What follows belongs to an exercise in optimizing a design on an open flow for small area; a production flow would make more cautious choices.
The RTL was checked by simulation tests, not by an equivalence proof against the original design.
Power is estimated from default activity; no workload was simulated.

**flow/run.sh**
```bash
#!/bin/bash
# Layout: the standard flow (standard.sh), with two changes to how it is
# made: the clock tree is built from clkbuf_16 leaf clusters without dummy
# balancing loads, and the port buffers are the smallest buffer cell.
set -euo pipefail
export CTS_ARGS="-sink_clustering_enable -repair_clock_nets -dont_use_dummy_load -buf_list sky130_fd_sc_hd__clkbuf_16 -sink_clustering_size 24 -sink_clustering_max_diameter 100"
export BUFFER_PORTS_ARGS="-buffer_cell sky130_fd_sc_hd__buf_1"
bash standard.sh > standard.log 2>&1
```
**standard.sh**
```bash
#!/bin/bash
# synth_recipe.tcl (not shown) runs the flow's synth.tcl, then flattens the netlist and writes it again
# the make line also repeats each setting of config.mk as NAME=value (left out here)
make -C /OpenROAD-flow-scripts/flow DESIGN_CONFIG=/design/flow/config.mk WORK_HOME=/design/flow/orfs CLKGATE_MAP_FILE= SYNTH_SCRIPT=/design/flow/synth_recipe.tcl "${@:-finish}"
```
**config.mk**
```make
export PLATFORM = sky130hd
export DESIGN_NAME = ox_decim
export DESIGN_NICKNAME = ox_decim
export VERILOG_FILES = /design/flow/design.v
export SDC_FILE = /design/flow/constraint.sdc
export NUM_CORES = 4
export LEC_CHECK = 0
export ABC_AREA = 1
export CAP_MARGIN = 20
export CORE_MARGIN = 2
export CORE_UTILIZATION = 60
export SLEW_MARGIN = 20
```
**constraint.sdc**
```tcl
create_clock -name core_clock -period 25.0 [get_ports {clk}]
set_input_delay 5.0000 -clock core_clock [delete_from_list [all_inputs] [get_ports {clk}]]
set_output_delay 5.0000 -clock core_clock [all_outputs]
set_load 0.01 [all_outputs]
```
**design.v**
```verilog
module ox_decim_rca #(parameter W = 31) (
    input  wire [W-1:0] a,
    input  wire [W-1:0] b,
    output wire [W-1:0] s
);
    wire [W:0] c;
    assign c[0] = 1'b0;
    genvar i;
    generate
        for (i = 0; i < W; i = i + 1) begin : g
            assign s[i]   = a[i] ^ b[i] ^ c[i];
            assign c[i+1] = (a[i] & b[i]) | (a[i] & c[i]) | (b[i] & c[i]);
        end
    endgenerate
endmodule
module ox_decim_csa #(parameter W = 36) (
    input  wire [W-1:0] x,
    input  wire [W-1:0] y,
    input  wire [W-1:0] z,
    output wire [W-1:0] s,
    output wire [W-1:0] c
);
    assign s = x ^ y ^ z;
    wire [W-1:0] m = (x & y) | (x & z) | (y & z);
    assign c = {m[W-2:0], 1'b0};
endmodule
module ox_decim (
    input  wire        clk,
    input  wire        rst,           
    input  wire        start,         
    input  wire        stop,          
    input  wire        bit_valid,     
    input  wire        bit_in,        
    input  wire        coef_we,       
    input  wire [3:0]  coef_addr,     
    input  wire [31:0] coef_data,     
    output reg         out_valid,
    output wire [31:0] out_data,
    output wire        out_settled,
    output reg         running,
    output reg         coef_err
);
    localparam [4:0] K_SETTLE = 5'd18;
    reg [191:0] coef1;
    reg [191:0] coef2;
    always @(posedge clk) begin
        coef_err <= 1'b0;
        if (rst) begin
            coef_err <= 1'b0;
        end else if (coef_we) begin
            if (running) begin
                coef_err <= 1'b1;
            end else if (coef_addr[2:0] <= 3'd5) begin
                if (coef_addr[3])
                    coef2[32*coef_addr[2:0] +: 32] <= coef_data;
                else
                    coef1[32*coef_addr[2:0] +: 32] <= coef_data;
            end
        end
    end
    wire clear  = rst | start | stop;
    wire accept = running & bit_valid & ~clear;
    always @(posedge clk) begin
        if (rst)
            running <= 1'b0;
        else if (start)
            running <= 1'b1;
        else if (stop)
            running <= 1'b0;
    end
    reg  [4:0] ph;
    wire       ph0  = (ph == 5'd0);
    wire       ph31 = (ph == 5'd31);
    always @(posedge clk)
        ph <= rst ? 5'd0 : ph + 5'd1;
    reg  [29:0] I1, I2, I3, I4, D;
    reg  [5:0]  bitcnt;
    wire        blk_end = accept & (bitcnt == 6'd63);
    wire [29:0] x1 = {29'd0, accept & bit_in};
    wire [29:0] n1, n2, n3, n4, nD;
    ox_decim_rca #(30) u_a1 (.a(I1), .b(x1),               .s(n1));
    ox_decim_rca #(30) u_a2 (.a(I2), .b(n1 & {30{accept}}), .s(n2));
    ox_decim_rca #(30) u_a3 (.a(I3), .b(n2 & {30{accept}}), .s(n3));
    ox_decim_rca #(30) u_a4 (.a(I4), .b(n3 & {30{accept}}), .s(n4));
    ox_decim_rca #(30) u_a5 (.a(D),  .b(n4 & {30{accept}}), .s(nD));
    always @(posedge clk) begin
        I1 <= clear ? 30'd0 : n1;
        I2 <= clear ? 30'd0 : n2;
        I3 <= clear ? 30'd0 : n3;
        I4 <= clear ? 30'd0 : n4;
        D  <= (clear | blk_end) ? 30'd0 : nD;
        if (clear)
            bitcnt <= 6'd0;
        else if (accept)
            bitcnt <= bitcnt + 6'd1;
    end
    reg  [8:0] run1;
    wire [8:0] run1_n = bit_in ? ((run1 == 9'd316) ? run1 : run1 + 9'd1) : 9'd0;
    always @(posedge clk) begin
        if (clear)
            run1 <= 9'd0;
        else if (accept)
            run1 <= run1_n;
    end
    reg  [29:0] snap;
    reg         satp;
    reg         pend;
    reg         comb_act;
    reg         hb1_act;
    wire        ph30 = (ph == 5'd30);
    wire [4:0]  cb   = ph + 5'd1;
    wire        cb01 = ph31 | ph0;            
    wire        comb_start = ~clear & ph30 & (pend | blk_end);
    always @(posedge clk) begin
        if (blk_end) begin
            snap <= nD;
            satp <= (run1_n == 9'd316);
        end
        if (clear) begin
            pend     <= 1'b0;
            comb_act <= 1'b0;
            hb1_act  <= 1'b0;
        end else begin
            pend     <= (pend | blk_end) & ~comb_start;
            comb_act <= comb_start | (comb_act & ~ph30);
            hb1_act  <= comb_act;
        end
    end
    localparam [31:0] K1 = 32'h00e8ae80;
    localparam [31:0] K2 = 32'he2477000;
    localparam [31:0] K3 = 32'h9a0e0000;
    localparam [31:0] K4 = 32'h04000000;
    reg  [31:0] C1, C2, C3, C4;
    reg         comb_valid;            
    reg  [3:0]  brw;
    reg         s0b;
    wire [4:0]  sidx = cb - 5'd2;
    wire        x0  = ~cb01 & snap[sidx];
    wire        c1o = comb_valid ? C1[0] : K1[cb];
    wire        c2o = comb_valid ? C2[0] : K2[cb];
    wire        c3o = comb_valid ? C3[0] : K3[cb];
    wire        c4o = comb_valid ? C4[0] : K4[cb];
    wire        d2  = x0 ^ c1o ^ brw[0];
    wire        d3  = d2 ^ c2o ^ brw[1];
    wire        d4  = d3 ^ c3o ^ brw[2];
    wire        d5  = d4 ^ c4o ^ brw[3];
    wire        bo2 = (~x0 & c1o) | (~x0 & brw[0]) | (c1o & brw[0]);
    wire        bo3 = (~d2 & c2o) | (~d2 & brw[1]) | (c2o & brw[1]);
    wire        bo4 = (~d3 & c3o) | (~d3 & brw[2]) | (c3o & brw[2]);
    wire        bo5 = (~d4 & c4o) | (~d4 & brw[3]) | (c4o & brw[3]);
    always @(posedge clk) begin
        C1  <= {comb_act ? x0 : C1[0], C1[31:1]};
        C2  <= {comb_act ? d2 : C2[0], C2[31:1]};
        C3  <= {comb_act ? d3 : C3[0], C3[31:1]};
        C4  <= {comb_act ? d4 : C4[0], C4[31:1]};
        brw <= (comb_act & ~ph30) ? {bo5, bo4, bo3, bo2} : 4'd0;
        s0b <= satp ? ~ph30 : (d5 ^ ph30);
        if (clear)
            comb_valid <= 1'b0;
        else if (comb_act & ph30)
            comb_valid <= 1'b1;
    end
    reg        s0_odd_n;    
    reg        s0_even;     
    reg  [3:0] nE1;         
    reg  [2:0] nO1;
    reg        s1_odd_n;    
    reg  [4:0] nE2;         
    reg  [2:0] nO2;
    reg        mbusy;
    reg  [6:0] mseq;
    wire       mac1 = mbusy & (mseq <= 7'd32);
    wire       so   = mbusy & (mseq >= 7'd33) & (mseq <= 7'd64);
    wire       mac2 = mbusy & (mseq >= 7'd65);
    wire       st2  = mac2;
    wire       macon = mac1 | mac2;
    wire       b0m  = mbusy & ((mseq == 7'd0)  | (mseq == 7'd65));
    wire       b31m = mbusy & ((mseq == 7'd31) | (mseq == 7'd96));
    wire       b32m = mbusy & ((mseq == 7'd32) | (mseq == 7'd97));
    wire       stk  = macon & ~b31m & ~b32m;     
    wire       so0  = mbusy & (mseq == 7'd33);
    wire       so31 = mbusy & (mseq == 7'd64);
    wire       s1_even = ~s1_odd_n;
    always @(posedge clk) begin
        if (clear) begin
            mbusy <= 1'b0;
            mseq  <= 7'd0;
        end else if (comb_act & ph31 & s0_even) begin
            mbusy <= 1'b1;
            mseq  <= 7'd0;
        end else if (mbusy) begin
            mseq <= mseq + 7'd1;
            if ((so31 & ~s1_even) | (mseq == 7'd97))
                mbusy <= 1'b0;
        end
    end
    always @(posedge clk) begin
        if (clear) begin
            s0_odd_n <= 1'b1;
            s0_even  <= 1'b0;
            nE1      <= 4'd0;
            nO1      <= 3'd0;
            s1_odd_n <= 1'b1;
            nE2      <= 5'd0;
            nO2      <= 3'd0;
        end else begin
            if (comb_start) begin
                s0_even  <= ~s0_odd_n;
                s0_odd_n <= ~s0_odd_n;
            end
            if (hb1_act & ph31) begin
                if (s0_even) begin
                    if (nE1 != 4'd11) nE1 <= nE1 + 4'd1;
                end else begin
                    if (nO1 != 3'd6) nO1 <= nO1 + 3'd1;
                end
            end
            if (so31) begin
                s1_odd_n <= ~s1_odd_n;
                if (s1_even) begin
                    if (nE2 != K_SETTLE) nE2 <= nE2 + 5'd1;
                end else begin
                    if (nO2 != 3'd6) nO2 <= nO2 + 3'd1;
                end
            end
        end
    end
    reg  [32*11-1:0] E1;
    reg  [32*6-1:0]  O1;
    wire shE1 = hb1_act & s0_even;
    wire shO1 = hb1_act & ~s0_even;
    integer k;
    always @(posedge clk) begin
        for (k = 0; k < 11; k = k + 1)
            E1[32*k +: 32] <= {shE1 ? ((k == 0) ? s0b : E1[32*(k-1)]) : E1[32*k],
                               E1[32*k+1 +: 31]};
        for (k = 0; k < 6; k = k + 1)
            O1[32*k +: 32] <= {shO1 ? ((k == 0) ? s0b : O1[32*(k-1)]) : O1[32*k],
                               O1[32*k+1 +: 31]};
    end
    reg  [32*12-1:0] E2;
    reg  [32*6-1:0]  O2;
    wire so_bit;
    wire shE2 = so & s1_even;
    wire shO2 = so & ~s1_even;
    always @(posedge clk) begin
        for (k = 0; k < 12; k = k + 1)
            E2[32*k +: 32] <= {shE2 ? ((k == 0) ? so_bit : E2[32*(k-1)]) : E2[32*k],
                               E2[32*k+1 +: 31]};
        for (k = 0; k < 6; k = k + 1)
            O2[32*k +: 32] <= {shO2 ? ((k == 0) ? so_bit : O2[32*(k-1)]) : O2[32*k],
                               O2[32*k+1 +: 31]};
    end
    wire [10:0] e1v;
    wire [11:0] e2v;
    genvar g;
    generate
        for (g = 0; g < 11; g = g + 1) begin : gv1
            assign e1v[g] = E1[32*g] & (nE1 > g);
        end
        for (g = 0; g < 12; g = g + 1) begin : gv2
            assign e2v[g] = E2[32*g] & (nE2 > g);
        end
    endgenerate
    wire [5:0] px1 = {s0b, e1v[0], e1v[1], e1v[2], e1v[3], e1v[4]};
    wire [5:0] py1 = {e1v[10], e1v[9], e1v[8], e1v[7], e1v[6], e1v[5]};
    wire [5:0] px2 = {e2v[0], e2v[1], e2v[2], e2v[3], e2v[4], e2v[5]};
    wire [5:0] py2 = {e2v[11], e2v[10], e2v[9], e2v[8], e2v[7], e2v[6]};
    wire       uc  = st2 ? (O2[32*5] & (nO2 == 3'd6)) : (O1[32*5] & (nO1 == 3'd6));
    wire [5:0] px = (st2 ? px2 : px1) ^ {6{b31m}};
    wire [5:0] py = (st2 ? py2 : py1) ^ {6{b31m}};
    reg  [5:0] pc;
    wire [5:0] psum = px ^ py ^ pc;
    wire [5:0] pcy  = (px & py) | (px & pc) | (py & pc);
    wire [5:0] dq   = {6{macon}} & (b32m ? ~pc : psum);
    wire [5:0] dq1  = dq & {6{~st2}};
    wire [5:0] dq2  = dq & {6{st2}};
    always @(posedge clk)
        pc <= (macon & ~b32m & ~clear) ? pcy : 6'd0;
    wire [35:0] G [0:5];
    generate
        for (g = 0; g < 6; g = g + 1) begin : gg
            wire [31:0] t = ({32{dq1[g]}} & coef1[32*g +: 32]) |
                            ({32{dq2[g]}} & coef2[32*g +: 32]);
            assign G[g] = {4'd0, ~t[31], t[30:0]};
        end
    endgenerate
    wire        cbit = macon & ~b32m & (uc ^ b31m);
    wire [5:0]  ctop = 6'd52 - {5'd0, b31m} + {5'd0, cbit};
    wire [35:0] V7   = {ctop, 30'd0};
    reg  [34:0] acc;
    reg         h0, h1;
    reg         sticky;
    reg         ovf_r, sign_r;
    wire [35:0] A = b0m ? 36'h040000000 : ({acc[34], acc} ^ {36{b32m}});
    wire [35:0] s1, c1, s2, c2, s3, c3, s4, c4, s5, c5, s6, c6, X;
    ox_decim_csa #(36) u_c1 (.x(A),  .y(G[0]), .z(G[1]), .s(s1), .c(c1));
    ox_decim_csa #(36) u_c2 (.x(G[2]), .y(G[3]), .z(G[4]), .s(s2), .c(c2));
    ox_decim_csa #(36) u_c3 (.x(s1), .y(c1), .z(s2), .s(s3), .c(c3));
    ox_decim_csa #(36) u_c4 (.x(c2), .y(G[5]), .z(V7), .s(s4), .c(c4));
    ox_decim_csa #(36) u_c5 (.x(s3), .y(c3), .z(s4), .s(s5), .c(c5));
    ox_decim_csa #(36) u_c6 (.x(s5), .y(c5), .z(c4), .s(s6), .c(c6));
    ox_decim_rca #(36) u_cp (.a(s6), .b(c6), .s(X));
    wire [34:0] acc_n = X[35:1];
    wire        e     = X[0];
    always @(posedge clk) begin
        acc <= acc_n;
        h1  <= e;
        h0  <= h1;
        if (stk)
            sticky <= (sticky & ~b0m) | e;
        if (b32m) begin
            sign_r <= ~acc_n[34];
            ovf_r  <= ~((&acc_n[34:29]) | ~(|acc_n[34:29]));
        end
    end
    wire r0     = h0 & sticky;
    wire so_raw = so0 ? r0 : ~h0;
    assign so_bit = ovf_r ? (so31 ? sign_r : ~sign_r) : so_raw;
    always @(posedge clk)
        out_valid <= ~clear & mbusy & (mseq == 7'd97);
    assign out_data    = ovf_r ? {sign_r, {31{~sign_r}}} : {~acc[29:0], ~h1, r0};
    assign out_settled = (nE2 == K_SETTLE);
endmodule
```
==> run summary, run 1 <==
* Status: no timing/DRC/antenna violations
* Max Cap Viol at 0
* Synth cell count leaders: 1,499 x dfxtp_1, 886 x inv_1, 436 x o21ai_0, 418 x edfxtp_1, 381 x nand2_1
* RSZ-0062 raised after global routing: no
* Startpoint types: input pin
* CP Capture Type: flop
* Vias at 33,778
* Die area at 107,700 µm²
* IO Pins at 79
* # clock sinks at 1,917
* Max Clk Rate at 0.04640 GHz
* Final slew viol count at 0
* Post-synthesis mux area share at 0.1786%
* CP max stage delay at 0.62 ns
* Most area-consuming cells after synthesis: dfxtp_1 48%, edfxtp_1 20%, fa_1 10%, inv_1 5.3%, o21ai_0 3.5%
* Internal power at 0.003986 W
* Tot GR Track Use at 22.26%
* Seq/Total Area, Yosys at 67.50%
* Power per cell area at 76.55 nW/µm²
* Pleak at 26.13 nW
* Worst Min Path Start: C1[23]
* Resize count post-CTS at 0
* Post-route clock period utilization at 86.21%
* Final ANT Viol Nets at 0
* Nets at 5,672
* Most common cell in the netlist: dfxtp_1
* Final cell count without fillers at 6,588
* Port bufs at 78
* Mapped cell area at 63,060 µm²
* Routability-driven placement congestion ratio at 0.8348
* Layout cells sized above 1 at 4.686%
* Hold Path End: C1[22]
* Compound-Gate Fraction of Synth Area at 7.598%
* First-pass GRT wire length at 185,900 µm
* Crit path kind: in -> reg
* Die Span Y at 328.2 µm
* Dpl cell area at 64,790 µm²
* Setup tns final at 0 ns
* Async SR Flop Fraction at 0%
* Clock Skew at 0.04480 ns
* Top cell by count, worst path: fa_1
* Detailed Routing Iterations Pass 1 at 6
* Simple-gate share of the synthesized area at 5.756%
* Core area at 103,900 µm²
* Detailed Place HPWL at 74,290 µm
* Die Wd at 328.2 µm
* Placed cells at 6,497
* CTS hold repair buffers at 0
* Worst Hold Class: reg -> reg
* Netlist cell types at 50
* Crit path max fanout at 92
* Xor-xnor portion of the synthesized cell area at 0.4167%
* Sw Pwr at 0.001145 W
* Data required time of the worst path at 25.45 ns
* R2R setup slack at 3.72 ns
* Layout Utilization at 64.50%
* Main synth FF type: dfxtp_1
* Post-CTS Setup Bufs at 0
* Worst R2R Path Depth at 62
* Largest net degree at the start of global routing at 131
* Initial antenna violation count at 4
* WP data arrival at 22.00 ns
* Crit. Startpoint: rst
* Synth top area share at 47.59%
* Synthesized instance count at 5,165
* Number of global-route vias before repair at 33,573
* CTS HTree Levels at 3
* Buf+Inv Stages, Crit Path at 7
* Initial DRC count at 2,523
* Reg2Reg Launch Point: mseq[0]
* Syn nets at 5,628
* Family with the most delay on the worst path: adder cells
* Clock Tree Root: clkbuf_16
* Final Cell Area at 67,040 µm²
* #FFs+latches synth at 1,917
* Comb pwr share at 7.0%
* Remaining Overflow, GRT at 0
* Slew @ Worst Pin at 1.138 ns
* Sw Share at 22.32%
* Sequential cell area at 42,560 µm²
* Area of the multi-input gates at 16,520 µm²
* Worst Hold Depth at 0
* Final setup violation count at 0
* DR vias/cell at 5.127
* Post-Synth Adder-Cell Area at 12.08%
* Slowest cell on crit path: buf_4
* Clock buffer count from CTS at 90
* Slew headroom at 24.11%
* Post-synth EDFFs at 418
* Initial Util at 60.67%
* DRC Markers at 0
* Worst-case clock buffer depth at 3
* Warnings, synthesis at 1
* WL/cell at 17.75 µm
* Seq pwr share at 63.3%
* Final hold vios at 0
* Fillers at 8,144
* Clk network pwr share at 29.7%
* CTS tree: built
* Fin crit period at 21.55 ns
* Post-Route WL at 116,900 µm
* Largest family of logic cells by synthesized area: adder cells
* FP Rows at 118
* Syn avg cell area at 12.21 µm²
* Synthesis-to-finish area growth at 6.322%
* Peak VDD IR at 0.00008151 V
* Crit Reg-Reg Endpoint: ovf_r
* Worst-path clk slew at 0.09 ns
* Clk Latency, worst-skew pair at 0.68 ns
* Area leader, netlist: dfxtp_1
layout make-up:
cell class	count	area share, %
clock buffer	90	3.359
inverter	895	5.011
antenna	1	0.003733
timing repair buffer	120	0.9257
tap	1380	2.575
sequential	1917	63.48
multi-input combinational	2185	24.64
registers in the layout (all words and copies together) (netlist names), 5 cells and up:
register	flops
coef1	192
C2	32
snap	30
mseq	7
run1	9
O2	192
bitcnt	6
I1	30
I3	30
E2	384
C4	32
I4	30
C3	32
D	30
C1	32
ph	5
E1	352
I2	30
nE2	5
coef2	192
pc	6
O1	192
acc	35
metrics by stage:
stage                     power (W)  setup slack, ns  hold WS, ns
after detailed placement   0.003679            2.520       0.3121
after global routing       0.005333            2.630       0.2754
final                      0.005132            3.446       0.2713
after CTS                  0.005184            3.277       0.2713
after global placement     0.003669            2.687       0.3096
after floorplan            0.003554            4.144       0.3096
worst max path at each step:
stage	end	slack [ns]	cells past startpoint
6_report	snap[29]	3.45	48
4_1_cts	snap[29]	3.28	48
2_1_floorplan	snap[29]	4.14	50
5_1_grt	snap[29]	2.63	48
3_5_place_dp	snap[29]	2.52	48
3_3_place_gp	snap[29]	2.69	48
routing by layer:
| layer | vias to the layer above | track usage [%] | wire length (µm) |
|---|---|---|---|
| met5 | - | 0 | 0 |
| met4 | 0 | 7.147 | 3647 |
| met3 | 183 | 3.351 | 6845 |
| met2 | 892 | 35.61 | 53050 |
| met1 | 16254 | 31.53 | 53400 |
| li1 | 16449 | - | - |
power by group through the flow:
stage,clock network (W),registers [W],logic [W]
2_1_floorplan,0,0.00330,0.000252
3_3_place_gp,0,0.00332,0.000351
3_5_place_dp,0,0.00332,0.000360
4_1_cts,0.00157,0.00325,0.000363
5_1_grt,0.00167,0.00325,0.000410
6_report,0.00152,0.00325,0.000361
cell families (layout without fill, tap and decap cells):
| logic type | after synthesis | count (layout) |
|---|---|---|
| compound gates | 850 | 850 |
| xor+xnor | 30 | 30 |
| fa+ha+maj | 420 | 420 |
| buf+inv | 1063 | 1105 |
| flops | 1917 | 1917 |
| mux | 10 | 10 |
| other cells | 0 | 1 |
| simple gates | 875 | 875 |
layout by cell type (no fill, tap or decap), types with 3 or more instances in the layout:
| cell type | instances |
|---|---|
| nand3_1 | 41 |
| nor2_2 | 5 |
| buf_4 | 41 |
| o21a_1 | 3 |
| a21oi_1 | 57 |
| o211ai_1 | 5 |
| a31oi_1 | 4 |
| inv_2 | 10 |
| o21ai_0 | 436 |
| fa_1 | 315 |
| o21ai_1 | 10 |
| buf_1 | 78 |
| nor2_1 | 328 |
| xnor2_1 | 7 |
| nand2_1 | 379 |
| nor2_4 | 11 |
| inv_1 | 883 |
| xor2_1 | 23 |
| edfxtp_1 | 418 |
| nand4_1 | 9 |
| nor3_1 | 21 |
| dfxtp_1 | 1499 |
| ha_1 | 105 |
| nor3_2 | 3 |
| a22o_1 | 6 |
| mux2_2 | 10 |
| o22ai_1 | 278 |
| or2_2 | 60 |
| nor4_1 | 5 |
| nand2_2 | 3 |
| a21o_1 | 30 |
| a211oi_1 | 3 |
| o31ai_1 | 5 |
| clkbuf_16 | 90 |
| o21ai_2 | 4 |
==> run 2, diff against run 1 <==
--- a/flow/run.sh
+++ b/flow/run.sh
@@ -5,3 +5,3 @@
 set -euo pipefail
-export CTS_ARGS="-sink_clustering_enable -repair_clock_nets -dont_use_dummy_load -buf_list sky130_fd_sc_hd__clkbuf_16 -sink_clustering_size 24 -sink_clustering_max_diameter 100"
+export CTS_ARGS="-sink_clustering_enable -repair_clock_nets -dont_use_dummy_load -buf_list sky130_fd_sc_hd__clkbuf_16 -sink_clustering_size 28 -sink_clustering_max_diameter 80"
 export BUFFER_PORTS_ARGS="-buffer_cell sky130_fd_sc_hd__buf_1"
==> run 2 against run 1 <==
Effect of this change: first-iteration DRC count up 2.7%; power down 1.3%; critical path type unchanged; global-route usage is 0.10 points lower; via count down 0.13%; clock power down 4%; register-to-register slack better by 0.05 ns; area after synthesis is the same; count of clock-buffer cells in the layout fell by 8; critical endpoint unchanged; synthesized cell count unchanged.
==> run summary, run 2 <==
* Routability-driven placement congestion ratio at 0.8348 (unchanged)
* Mapped cell area at 63,060 µm² (unchanged)
* Crit Reg-Reg Endpoint: ovf_r (unchanged)
* Remaining Overflow, GRT at 0 (unchanged)
* Final cell count without fillers at 6,580 (was 6,588)
* Post-synth EDFFs at 418 (unchanged)
* WL/cell at 17.73 µm (was 17.75 µm)
* Layout cells sized above 1 at 4.539% (was 4.686%)
* Slew @ Worst Pin at 1.135 ns (was 1.138 ns)
* Pre-CTS setup slack at 2.520 ns (unchanged)
* #FFs+latches synth at 1,917 (unchanged)
* Vias at 33,735 (was 33,778)
* Max Cap Viol at 0 (unchanged)
* Area of the multi-input gates at 16,520 µm² (unchanged)
* Crit path max fanout at 92 (unchanged)
* Crit path kind: in -> reg (unchanged)
* Sequential cell area at 42,560 µm² (unchanged)
* Initial Util at 60.67% (unchanged)
* Synthesized instance count at 5,165 (unchanged)
* First-pass GRT wire length at 185,100 µm (was 185,900 µm)
* R2R setup slack at 3.77 ns (was 3.72 ns)
* Number of flip-flops in the largest register at 384 (unchanged)
* Post-CTS Setup Bufs at 0 (unchanged)
* CTS tree: built (unchanged)
* Warnings, synthesis at 1 (unchanged)
* Slew headroom at 24.30% (was 24.11%)
* Number of global-route vias before repair at 33,467 (was 33,573)
* Worst-case clock buffer depth at 3 (unchanged)
* Worst R2R Path Depth at 62 (unchanged)
* Max Clk Rate at 0.04645 GHz (was 0.04640 GHz)
* Final ANT Viol Nets at 0 (unchanged)
* Clk Latency, worst-skew pair at 0.68 ns (about the same)
* FP Rows at 118 (unchanged)
* Top cell by count, worst path: fa_1 (unchanged)
* Slowest cell on crit path: buf_4 (unchanged)
* Worst-path clk slew at 0.10 ns (was 0.09 ns)
* Pleak at 26.03 nW (was 26.13 nW)
* Data required time of the worst path at 25.43 ns (was 25.45 ns)
* Post-Route WL at 116,600 µm (was 116,900 µm)
* Leading cell type in the layout, fill and taps excluded: dfxtp_1 (unchanged)
* Peak VDD IR at 0.00008311 V (was 0.00008151 V)
* Main synth FF type: dfxtp_1 (unchanged)
* Core area at 103,900 µm² (unchanged)
* Placed cells at 6,497 (unchanged)
* RSZ-0062 raised after global routing: no (unchanged)
* CTS hold repair buffers at 0 (unchanged)
* Register with the most flip-flops: E2 (unchanged)
* Power per cell area at 75.76 nW/µm² (was 76.55 nW/µm²)
* Worst Hold Class: reg -> reg (unchanged)
* Fin crit period at 21.53 ns (was 21.55 ns)
* Synth top area share at 47.59% (unchanged)
* Setup tns final at 0 ns (unchanged)
* Post-route clock period utilization at 86.11% (was 86.21%)
* Startpoint types: input pin (unchanged)
* Final slew viol count at 0 (unchanged)
* Final WS setup at 3.471 ns (was 3.446 ns)
* Tot GR Track Use at 22.16% (was 22.26%)
* # clock sinks at 1,917 (unchanged)
* Detailed Routing Iterations Pass 1 at 6 (unchanged)
* Resize count post-CTS at 0 (unchanged)
* Most area-consuming cells after synthesis: dfxtp_1 48%, edfxtp_1 20%, fa_1 10%, inv_1 5.3%, o21ai_0 3.5% (unchanged)
* Netlist cell types at 50 (unchanged)
* Die Span Y at 328.2 µm (unchanged)
* CP Capture Type: flop (unchanged)
* Die Wd at 328.2 µm (unchanged)
* Area leader, netlist: dfxtp_1 (unchanged)
* Worst Min Path Start: E1[311] (was C1[23])
* Seq/Total Area, Yosys at 67.50% (unchanged)
* DR vias/cell at 5.127 (about the same)
* Async SR Flop Fraction at 0% (unchanged)
* Status: no timing/DRC/antenna violations (unchanged)
* Biggest regs: E2: 384 flops, E1: 352 flops (unchanged)
* Most common cell in the netlist: dfxtp_1 (unchanged)
* Hold_ws at 0.2936 ns (was 0.2713 ns)
* Initial DRC count at 2,592 (was 2,523)
* Commonest cells after routing, fill and taps aside: 1,499 x dfxtp_1, 883 x inv_1, 436 x o21ai_0 (unchanged)
* Die area at 107,700 µm² (unchanged)
* Clock Skew at 0.05148 ns (was 0.04480 ns)
* Reg2Reg Launch Point: mseq[0] (unchanged)
* Worst Hold Depth at 0 (unchanged)
* Clock Tree Root: clkbuf_16 (unchanged)
* Initial antenna violation count at 4 (unchanged)
* CP max stage delay at 0.61 ns (was 0.62 ns)
* Port bufs at 78 (unchanged)
* Syn nets at 5,628 (unchanged)
* Synth cell count leaders: 1,499 x dfxtp_1, 886 x inv_1, 436 x o21ai_0, 418 x edfxtp_1, 381 x nand2_1 (unchanged)
* Clock buffer count from CTS at 82 (was 90)
* Largest net degree at the start of global routing at 131 (unchanged)
* Synthesis-to-finish area growth at 6.004% (was 6.322%)
* CTS HTree Levels at 3 (unchanged)
* Nets at 5,664 (was 5,672)
* Fillers at 8,139 (was 8,144)
* Syn avg cell area at 12.21 µm² (unchanged)
* DRC Markers at 0 (unchanged)
* Detailed Place HPWL at 74,290 µm (unchanged)
* IO Pins at 79 (unchanged)
* Final hold vios at 0 (unchanged)
* Final setup violation count at 0 (unchanged)
* WP data arrival at 21.96 ns (was 22.00 ns)
* Hold Path End: E1[310] (was C1[22])
==> run 2: cell count changes in the layout (fill, tap and decap cells not counted), sizes merged <==
cell / previous run / this run
clkbuf: 90 / 82
==> run 2: where the power goes <==
group          total [W]  internal [W]  switching (W)
Sequential       0.00325       0.00321      0.0000391
Combinational   0.000360      0.000135       0.000225
Clock            0.00146      0.000590       0.000866
Total            0.00506       0.00393        0.00113
==> run 2: routing by layer <==
layer  vias up  global-route usage (%)  wire length [µm]
li1      16426                       -                 -
met1     16199                   31.48             52930
met4         2                   7.207              3713
met5         -                       0                14
met2       913                   35.48             52640
met3       195                   3.104              7342
==> run 2: critical path, delay by kind of cell <==
family                     cells  cell delay (ns)
and+or+nand+nor                8             1.32
adders and majority gates     32            13.54
buffers and inverters          7             1.80
xor gates and xnor gates       1             0.21
==> run 2: cell families after synthesis <==
group,share of synthesized area (%)
AOI/OAI and AO/OA,7.598
muxes,0.1786
and+or+nand+nor,5.756
xor gates and xnor gates,0.4167
buffers and inverters,6.469
DFF,67.50
adders and majority gates,12.08
==> run 2: cell type report <==
class                   count  area share [%]
repair buffers            120          0.9285
multi-input cells        2185           24.71
flip-flops and latches   1917           63.67
inverters                 895           5.026
clock buffers              82           3.070
diodes                      1        0.003744
well taps                1380           2.583
==> run 2: how the worst max path moves through the flow <==
| stage | endpoint | slack (ns) | startpoint |
|---|---|---|---|
| 6_report | snap[29] | 3.47 | rst |
| 5_1_grt | snap[29] | 2.60 | rst |
| 4_1_cts | snap[29] | 3.28 | rst |
| 3_5_place_dp | snap[29] | 2.52 | rst |
| 3_3_place_gp | snap[29] | 2.69 | rst |
| 2_1_floorplan | snap[29] | 4.14 | start |
==> run 2: stage by stage <==
step	util, %	area [µm²]	total power [W]
floorplan	-	63060	0.003554
global placement	62.33	64790	0.003669
detailed placement	62.33	64790	0.003679
CTS	64.31	66840	0.005116
global route	64.31	66840	0.005263
finish	64.31	66840	0.005064
==> run 3, diff against run 2 <==
--- a/design.v
+++ b/design.v
@@ -96,9 +96,30 @@
     end
-    reg  [8:0] run1;
-    wire [8:0] run1_n = bit_in ? ((run1 == 9'd316) ? run1 : run1 + 9'd1) : 9'd0;
+    reg        zc;         
+    reg        zt;         
+    reg  [2:0] nfree;      
+    reg        tfree;      
+    wire       zc_n = zc | ~bit_in;
+    wire       zt_n = zt | (~bit_in & (bitcnt[5:2] != 4'd0));
+    wire       sat_n = ~zc_n & ((nfree == 3'd4) | ((nfree == 3'd3) & tfree));
     always @(posedge clk) begin
-        if (clear)
-            run1 <= 9'd0;
-        else if (accept)
-            run1 <= run1_n;
+        if (clear) begin
+            zc    <= 1'b0;
+            zt    <= 1'b0;
+            nfree <= 3'd0;
+            tfree <= 1'b0;
+        end else if (accept) begin
+            if (blk_end) begin
+                zc <= 1'b0;
+                zt <= 1'b0;
+                if (zc_n) begin
+                    nfree <= 3'd0;
+                    tfree <= ~zt_n;
+                end else if (nfree != 3'd4) begin
+                    nfree <= nfree + 3'd1;
+                end
+            end else begin
+                zc <= zc_n;
+                zt <= zt_n;
+            end
+        end
     end
@@ -116,3 +137,3 @@
             snap <= nD;
-            satp <= (run1_n == 9'd316);
+            satp <= sat_n;
         end
@@ -163,8 +184,6 @@
     reg        s0_odd_n;    
-    reg        s0_even;     
     reg  [3:0] nE1;         
-    reg  [2:0] nO1;
     reg        s1_odd_n;    
     reg  [4:0] nE2;         
-    reg  [2:0] nO2;
+    wire       s0_even = s0_odd_n;
     reg        mbusy;
@@ -199,27 +218,14 @@
             s0_odd_n <= 1'b1;
-            s0_even  <= 1'b0;
             nE1      <= 4'd0;
-            nO1      <= 3'd0;
             s1_odd_n <= 1'b1;
             nE2      <= 5'd0;
-            nO2      <= 3'd0;
         end else begin
-            if (comb_start) begin
-                s0_even  <= ~s0_odd_n;
+            if (comb_start)
                 s0_odd_n <= ~s0_odd_n;
-            end
-            if (hb1_act & ph31) begin
-                if (s0_even) begin
-                    if (nE1 != 4'd11) nE1 <= nE1 + 4'd1;
-                end else begin
-                    if (nO1 != 3'd6) nO1 <= nO1 + 3'd1;
-                end
-            end
+            if (hb1_act & ph31 & s0_even & (nE1 != 4'd11))
+                nE1 <= nE1 + 4'd1;
             if (so31) begin
                 s1_odd_n <= ~s1_odd_n;
-                if (s1_even) begin
-                    if (nE2 != K_SETTLE) nE2 <= nE2 + 5'd1;
-                end else begin
-                    if (nO2 != 3'd6) nO2 <= nO2 + 3'd1;
-                end
+                if (s1_even & (nE2 != K_SETTLE))
+                    nE2 <= nE2 + 5'd1;
             end
@@ -268,3 +274,3 @@
     wire [5:0] py2 = {e2v[11], e2v[10], e2v[9], e2v[8], e2v[7], e2v[6]};
-    wire       uc  = st2 ? (O2[32*5] & (nO2 == 3'd6)) : (O1[32*5] & (nO1 == 3'd6));
+    wire       uc  = st2 ? (O2[32*5] & (nE2 >= 5'd6)) : (O1[32*5] & (nE1 >= 4'd5));
     wire [5:0] px = (st2 ? px2 : px1) ^ {6{b31m}};
--- a/flow/run.sh
+++ b/flow/run.sh
@@ -5,3 +5,3 @@
 set -euo pipefail
-export CTS_ARGS="-sink_clustering_enable -repair_clock_nets -dont_use_dummy_load -buf_list sky130_fd_sc_hd__clkbuf_16 -sink_clustering_size 28 -sink_clustering_max_diameter 80"
+export CTS_ARGS="-sink_clustering_enable -repair_clock_nets -dont_use_dummy_load -buf_list sky130_fd_sc_hd__clkbuf_16 -sink_clustering_size 24 -sink_clustering_max_diameter 100"
 export BUFFER_PORTS_ARGS="-buffer_cell sky130_fd_sc_hd__buf_1"
--- a/config.mk
+++ b/config.mk
@@ -7,3 +7,2 @@
 export LEC_CHECK = 0
-export ABC_AREA = 1
 export CAP_MARGIN = 20
==> run 3 against run 2 <==
Effect of this change: flip-flop and latch count shrank 10; clock skew increased by 0.011 ns; fmax decreased by 1.6%; die area down 1.3%; final area decreased by 1.1%; first-iteration DRC count fell by 15%; clock power rose by 4%; worst setup slack lost 0.34 ns; wire length fell by 0.24%; core utilization down 0.24 points; largest power group unchanged; highest routed layer unchanged.
==> run summary, run 3 <==
* Status: no timing/DRC/antenna violations (unchanged)
* Most common cell in the netlist: dfxtp_1 (unchanged)
* Top cell by count, worst path: fa_1 (unchanged)
* Max Clk Rate at 0.04572 GHz (was 0.04645 GHz)
* Detailed Place HPWL at 71,570 µm (was 74,290 µm)
* Synth cell count leaders: 1,489 x dfxtp_1, 418 x edfxtp_1, 401 x nand2_1, 315 x fa_1, 278 x inv_1 (was 1,499 x dfxtp_1, 886 x inv_1, 436 x o21ai_0, 418 x edfxtp_1, 381 x nand2_1)
* CTS tree: built (unchanged)
* Area of the multi-input gates at 18,070 µm² (was 16,520 µm²)
* Synthesized instance count at 4,502 (was 5,165)
* Clock buffer count from CTS at 89 (was 82)
* ANT cells at 0 (was 1)
* Power per cell area at 77.28 nW/µm² (was 75.76 nW/µm²)
* Max Cap Viol at 0 (unchanged)
* Clock Skew at 0.06222 ns (was 0.05148 ns)
* Data required time of the worst path at 25.42 ns (was 25.43 ns)
* Worst Min Path Start: E2[63] (was E1[311])
* Final ANT Viol Nets at 0 (unchanged)
* Leading cell type in the layout, fill and taps excluded: dfxtp_1 (unchanged)
* Slew headroom at 23.93% (was 24.30%)
* Die Wd at 326.0 µm (was 328.2 µm)
* Synth top area share at 47.90% (was 47.59%)
* Layout cells sized above 1 at 5.006% (was 4.539%)
* Syn nets at 4,959 (was 5,628)
* Number of flip-flops in the largest register at 384 (unchanged)
* Setup tns final at 0 ns (unchanged)
* Core area at 103,200 µm² (was 103,900 µm²)
* CTS HTree Levels at 3 (unchanged)
* #FFs+latches synth at 1,907 (was 1,917)
* Main synth FF type: dfxtp_1 (unchanged)
* Sw Share at 22.26% (was 22.32%)
* Clk network pwr share at 29.7% (was 28.8%)
* Final cell count without fillers at 5,895 (was 6,580)
* Startpoint types: input pin (unchanged)
* Worst R2R Path Depth at 59 (was 62)
* Vias at 31,833 (was 33,735)
* Async SR Flop Fraction at 0% (unchanged)
* Register with the most flip-flops: E2 (unchanged)
* Resize count post-CTS at 0 (unchanged)
* Die Span Y at 326.0 µm (was 328.2 µm)
* Post-CTS Setup Bufs at 0 (unchanged)
* Worst-case clock buffer depth at 3 (unchanged)
* Die area at 106,300 µm² (was 107,700 µm²)
* Final setup violation count at 0 (unchanged)
* CP Capture Type: flop (unchanged)
* Post-synth EDFFs at 418 (unchanged)
* Post-Route WL at 116,400 µm (was 116,600 µm)
* Peak VDD IR at 0.00007151 V (was 0.00008311 V)
* Area leader, netlist: dfxtp_1 (unchanged)
* Most area-consuming cells after synthesis: dfxtp_1 48%, edfxtp_1 20%, fa_1 10%, nand2_1 2.4%, a22o_1 2.1% (was dfxtp_1 48%, edfxtp_1 20%, fa_1 10%, inv_1 5.3%, o21ai_0 3.5%)
* Mapped cell area at 62,230 µm² (was 63,060 µm²)
* Slowest cell on crit path: nor2_2 (was buf_4)
* CP max stage delay at 0.84 ns (was 0.61 ns)
* Warnings, synthesis at 1 (unchanged)
* FP Rows at 118 (unchanged)
* Synthesis-to-finish area growth at 6.253% (was 6.004%)
* RSZ-0062 raised after global routing: no (unchanged)
* Nets at 4,974 (was 5,664)
* Clock Tree Root: clkbuf_16 (unchanged)
* Final hold vios at 0 (unchanged)
* Tot GR Track Use at 22.40% (was 22.16%)
* Uppermost layer routed: met5 (unchanged)
* Remaining Overflow, GRT at 0 (unchanged)
* WL/cell at 19.74 µm (was 17.73 µm)
* Sequential cell area at 42,360 µm² (was 42,560 µm²)
* Port bufs at 78 (unchanged)
* # clock sinks at 1,907 (was 1,917)
* Post-route clock period utilization at 87.49% (was 86.11%)
* Slew @ Worst Pin at 1.141 ns (was 1.135 ns)
* Initial antenna violation count at 5 (was 4)
* Worst-path clk slew at 0.09 ns (was 0.10 ns)
* Crit path kind: in -> reg (unchanged)
* Placed cells at 5,806 (was 6,497)
* CTS hold repair buffers at 0 (unchanged)
* First-pass GRT wire length at 184,200 µm (was 185,100 µm)
* Clk Latency, worst-skew pair at 0.70 ns (was 0.68 ns)
* Met3 routed WL at 8058 µm (was 7342 µm)
* Crit Reg-Reg Endpoint: ovf_r (unchanged)
* Hold Path End: E2[62] (was E1[310])
* Fin crit period at 21.87 ns (was 21.53 ns)
* IO Pins at 79 (unchanged)
* Initial Util at 60.30% (was 60.67%)
* Met2 wire len at 50,590 µm (was 52,640 µm)
* Crit path max fanout at 33 (was 92)
* DRC Markers at 0 (unchanged)
* Internal power at 0.003972 W (was 0.003933 W)
* Syn avg cell area at 13.82 µm² (was 12.21 µm²)
* Commonest cells after routing, fill and taps aside: 1,489 x dfxtp_1, 418 x edfxtp_1, 393 x nand2_1 (was 1,499 x dfxtp_1, 883 x inv_1, 436 x o21ai_0)
* Worst Hold Class: reg -> reg (unchanged)
* Detailed Routing Iterations Pass 1 at 5 (was 6)
* Reg2Reg Launch Point: mseq[1] (was mseq[0])
* Seq/Total Area, Yosys at 68.08% (was 67.50%)
* Pleak at 25.26 nW (was 26.03 nW)
* Final slew viol count at 0 (unchanged)
* Number of global-route vias before repair at 31,569 (was 33,467)
* WP data arrival at 22.29 ns (was 21.96 ns)
* Initial DRC count at 2,193 (was 2,592)
* Routability-driven placement congestion ratio at 0.8223 (was 0.8348)
* Met1 wire length at 55,040 µm (was 52,930 µm)
* Largest net degree at the start of global routing at 162 (was 131)
* Netlist cell types at 66 (was 50)
* Sw Pwr at 0.001138 W (was 0.001130 W)
* Fillers at 7,829 (was 8,139)
* Worst Hold Depth at 0 (unchanged)
* R2R setup slack at 3.48 ns (was 3.77 ns)
* Seq pwr share at 63.2% (was 64.1%)
* DR vias/cell at 5.400 (was 5.127)
* Biggest regs: E2: 384 flops, E1: 352 flops (unchanged)
* Comb pwr share at 7.1% (about the same)
==> run 3: per-stage QoR <==
stage                     instance area, µm²  hold slack (ns)  utilization [%]  total power (W)  setup slack, ns
after floorplan                        62230           0.3096                -         0.003550            3.522
after global placement                 63890           0.3100            61.91         0.003660            2.368
after detailed placement               63890           0.3121            61.91         0.003668            2.263
after CTS                              66120           0.2649            64.07         0.005165            2.981
after global routing                   66120           0.2659            64.07         0.005317            2.398
final                                  66120           0.2840            64.07         0.005110            3.127
==> run 3: how the worst max path moves through the flow <==
stage	to	cells past startpoint	startpoint	slack [ns]
2_1_floorplan	snap[29]	47	rst	3.52
3_3_place_gp	snap[29]	45	rst	2.37
3_5_place_dp	snap[29]	45	rst	2.26
4_1_cts	snap[29]	45	rst	2.98
5_1_grt	snap[29]	45	rst	2.40
6_report	snap[29]	45	rst	3.13
==> run 3: power by group through the flow <==
| stage | logic [W] | registers, W | clock network, W |
|---|---|---|---|
| final | 0.000362 | 0.00323 | 0.00152 |
| after global routing | 0.000411 | 0.00324 | 0.00167 |
| after CTS | 0.000367 | 0.00323 | 0.00157 |
| after detailed placement | 0.000365 | 0.00330 | 0 |
| after global placement | 0.000357 | 0.00330 | 0 |
| after floorplan | 0.000260 | 0.00329 | 0 |
==> run 3: critical path: cells and delay by family <==
family | cells | cell delay, ns
fa+ha+maj | 33 | 13.83
simple gates | 9 | 2.98
xor+xnor | 1 | 0.19
buf+inv | 2 | 0.29
==> run 3: per-layer routing <==
| metal | vias to the layer above | track usage, % |
|---|---|---|
| met1 | 15676 | 34.18 |
| li1 | 15041 | - |
| met4 | 4 | 5.400 |
| met3 | 163 | 4.171 |
| met5 | - | 0 |
| met2 | 949 | 33.37 |
==> run 3: kinds of logic (layout without fill, tap and decap cells) <==
family	count (synthesis)	count (layout)	synth area share [%]
and+or+nand+nor	905	905	6.776
xor gates and xnor gates	85	85	1.219
AOI/OAI and AO/OA	645	645	7.436
buffers and inverters	483	496	3.074
adders and majority gates	414	414	12.12
DFF	1907	1907	68.08
muxes	63	63	1.295
==> run 3: area by class of cell <==
type	instances	share of cell area, %
Sequential cell	1907	64.07
Multi-Input combinational cell	2112	27.33
Clock buffer	89	3.368
Tap cell	1380	2.612
Inverter	278	1.578
Timing Repair Buffer	129	1.041

[separate check: timing with driven ports]
Ports are ideal in the flow. The routed layouts listed here were re-timed in OpenROAD.
Step 1 assumes that a clkbuf_16 drives the clock port and a buf_2 every other input.
Step 2 also shifts input and output timing later by t, the mid clock arrival at the registers, as if the neighbouring blocks saw the same clock.
a / b / c = ideal ports / drivers / drivers and shift; a / b = the first two.
run	t (ns)	setup slack, ns	worst register clock-pin slew, ns	worst slew at a driven data input, ns	pins driven straight from the clock port
run 1	0.733	3.446 / 3.490 / 2.757	0.10 / 0.10	0.06	1
run 2	0.729	3.471 / 3.518 / 2.789	0.11 / 0.11	0.06	1
run 3	0.736	3.127 / 3.177 / 2.441	0.10 / 0.10	0.11	1
After both steps setup and hold are still met in every run listed. For run 1, which loses most, drivers alone change the setup slack by +0.044 ns; drivers and shift together by -0.689 ns.
